From an optimization exercise on the open Yosys and OpenROAD flow, aimed at small area, a short achievable clock period and few clock cycles; shortcuts taken in it are not production practice.
In this exercise RTL edits were held to simulation tests only and were not proved equivalent to the original.
Power is estimated from default activity; no workload was simulated.

## courier_core
module courier_core (
    input  wire        clk,
    input  wire        rst,           
    output wire [13:0] imem_addr,
    input  wire [31:0] imem_rdata,
    output wire [9:0]  dmem_addr,
    output wire        dmem_we,
    output wire [3:0]  dmem_be,
    output wire [31:0] dmem_wdata,
    input  wire [31:0] dmem_rdata,
    output reg         halted,
    output reg  [3:0]  halt_cause,    
    output reg  [31:0] halt_info,
    output reg  [14:0] halt_pc
);
Size: about 8,400 cells after synthesis, ~180 I/O pins, ~0.10 mm2 of cells after synthesis.
Settings: LEC_CHECK=0, ABC_CLOCK_PERIOD_IN_PS=4000, CAP_MARGIN=60, CORE_MARGIN=2, CORE_UTILIZATION=40, PLACE_DENSITY=0.6, SLEW_MARGIN=60; clock period 15.0 ns.
run.sh (not shown) runs the stock make flow with config.mk's settings and CLKGATE_MAP_FILE= SYNTH_SCRIPT=/design/flow/synth_recipe.tcl, a recipe that flattens the netlist after the stock synthesis.
Testbench counts at the start, summed over its fixed seeds: cycles 246,413.
Next try:
--- a/flow/design.v
+++ b/flow/design.v
@@ -42,18 +42,19 @@
         for (q = 0; q < NB; q = q + 1)
             if (bt_v[q] && bt_tag[q] == pc_f[13:0] && !pc_f[14]) begin
                 bt_hit = 1'b1;
                 bt_t = bt_t | bt_tgt[q];
             end
     end
     reg        i_v;
     reg [14:0] i_pc;
     reg [31:0] i_w;
+    reg [13:0] i_btgt;              
     reg [4:0]  i_rbp;               
     reg        i_bnext;             
     reg        e_v;
     reg [14:0] e_pc;
     reg [31:0] e_A, e_B;
     reg [1:0]  e_wa, e_wb;          
     reg [15:0] e_imm;
     reg [4:0]  e_rd;
     reg [NSEL-1:0] e_sel;
@@ -234,21 +235,20 @@
         | ({32{e_sel[R_SW32]}}  & {eA[7:0], eA[15:8], eA[23:16], eA[31:24]})
         | ({32{e_sel[R_CRC]}}   & crc_r)
         | ({32{e_sel[R_BFX]}}   & bfx_r)
         | ({32{e_sel[R_BFI]}}   & bfi_r)
         | ({32{e_sel[R_PASSB]}} & eB);
     wire [31:0] e_res = e_res_o | ({32{e_sel[R_ADD]}} & sum[31:0]);
     wire        e_z   = e_sel[R_ADD] ? z_add : (e_res_o == 32'd0);
     wire [32:0] agu_s    = ks_add(eA, {{16{e_imm[15]}}, e_imm}, 1'b0);
     wire [31:0] agu      = agu_s[31:0];
-    wire        m_range  = (agu[31:12] != 20'd0) ||
-                           ((e_size == 2'd2) && (agu[11:2] == 10'h3FF) && (agu[1:0] != 2'd0)) ||
-                           ((e_size == 2'd1) && (agu[11:0] == 12'hFFF));
+    wire [2:0]  e_nbytes = (e_size == 2'd2) ? 3'd4 : (e_size == 2'd1) ? 3'd2 : 3'd1;
+    wire        m_range  = ({1'b0, agu} + {30'd0, e_nbytes}) > 33'd4096;
     wire        m_align  = (e_size == 2'd2) ? (agu[1:0] != 2'b00) :
                            (e_size == 2'd1) ? agu[0] : 1'b0;
     wire        m_trap   = (e_ld || e_st) && (m_range || m_align);
     wire        st_ok    = (agu[31:12] == 20'd0) && !m_align;
     wire        br_take  = e_br && cond_holds(e_cond, fz, fn, fc, fv);
     wire        br_trap  = br_take && e_bbad;
     wire        jr_ok    = (eA[31:14] == 18'd0);
     wire        jr_trap  = e_jr && !jr_ok;
     wire        br_jump  = br_take && e_bok;
@@ -475,19 +475,19 @@
             m_v <= 1'b0; m_st <= 1'b0; w_v <= 1'b0;
             fz <= 1'b0; fn <= 1'b0; fc <= 1'b0; fv <= 1'b0;
             rv <= 31'd0;
             halted <= 1'b0;
         end else begin
             if (e_redirect) begin
                 a_v <= 1'b0; pc_f <= e_target;
                 i_v <= 1'b0;
             end else if (d_redirect) begin
-                a_v <= 1'b0; pc_f <= {1'b0, d_btgt[13:0]};
+                a_v <= 1'b0; pc_f <= {1'b0, i_btgt};
                 i_v <= 1'b0;
             end else begin
                 a_v <= 1'b1;
                 if (!hold_n) pc_f <= bt_hit ? {1'b0, bt_t} : pc_f + 15'd1;
                 if (!e_hold) i_v <= a_v;
             end
             e_v <= e_v_n; e_cnt <= e_cnt_n; e_wa <= e_wa_n; e_wb <= e_wb_n;
             if (e_done) begin
                 if (e_zn) begin fz <= e_z; fn <= e_res[31]; end
@@ -505,18 +505,19 @@
         end
     end
     always @(posedge clk) begin
         a_pc <= pc_f;
         if (e_redirect || d_redirect) a_pt <= 1'b0;
         else a_pt <= bt_hit;
         a_ptgt <= bt_t;
         if (!e_redirect && !d_redirect && !e_hold) begin
             i_pc <= a_pc; i_w <= imem_rdata; i_pt <= a_pt; i_ptgt <= a_ptgt;
+            i_btgt <= a_pc[13:0] + imem_rdata[13:0];
             i_bnext <= (imem_rdata[19:0] == 20'd1);
             i_rbp <= ((imem_rdata[31:26] == 6'h00) && (imem_rdata[5:4] == 2'b00)) ?
                      imem_rdata[15:11] : imem_rdata[25:21];
         end
         if (!e_hold) begin
             e_pc <= d_pc; e_A <= d_va; e_B <= d_B; e_imm <= d_imm;
             e_rd <= n_rd; e_sel <= n_sel; e_sub <= n_sub; e_wr <= n_wr;
             e_zn <= n_zn; e_cv <= n_cv; e_ld <= n_ld; e_st <= n_st; e_size <= n_size;
             e_br <= n_br; e_bl <= n_bl; e_bnext <= i_bnext;
Effect: Clock power drops by about 1%. Global-route usage drops by 0.71 points. Critical path depth drops by 3. Power is about the same. Sequential cell count climbs by 14. Die area climbs by about 1.4%. Via count climbs by about 1.4%. Synthesized cell count climbs by about 2%. Clock skew barely changes. Register-to-register slack is better by 0.13 ns.
Testbench counts after the change, summed over its fixed seeds: cycles 246,413.

static timing again, ports no longer ideal:
The results above use ideal ports. As a check the final layouts listed here were re-extracted and re-timed, cells and wires unchanged.
Step 1: set_driving_cell puts a clkbuf_16 on clk and a buf_2 on each other input, an assumption about the parent block.
Step 2 adds t to the input delays and takes it off the output delays; t is the mean of the earliest and latest rising clock arrival at the registers after step 1. Input paths then give back, and output paths get back, about the clock's delay inside the block.
Slacks: ideal ports / drivers / drivers and shift; pairs: ideal ports / drivers.
run	t (ns)	setup slack, ns	hold slack, ns	worst setup path at the end	worst data-port slew with drivers (ns)
the first run	0.953	9.152 / 9.152 / 8.968	0.331 / 0.331 / 0.331	input to register	0.12
the second run	0.938	9.282 / 9.282 / 8.603	0.345 / 0.345 / 0.345	input to register	0.26
After both steps every run listed still meets setup and hold. For the second run, which loses most, drivers alone change the setup slack by 0.000 ns; drivers and shift together by -0.679 ns.
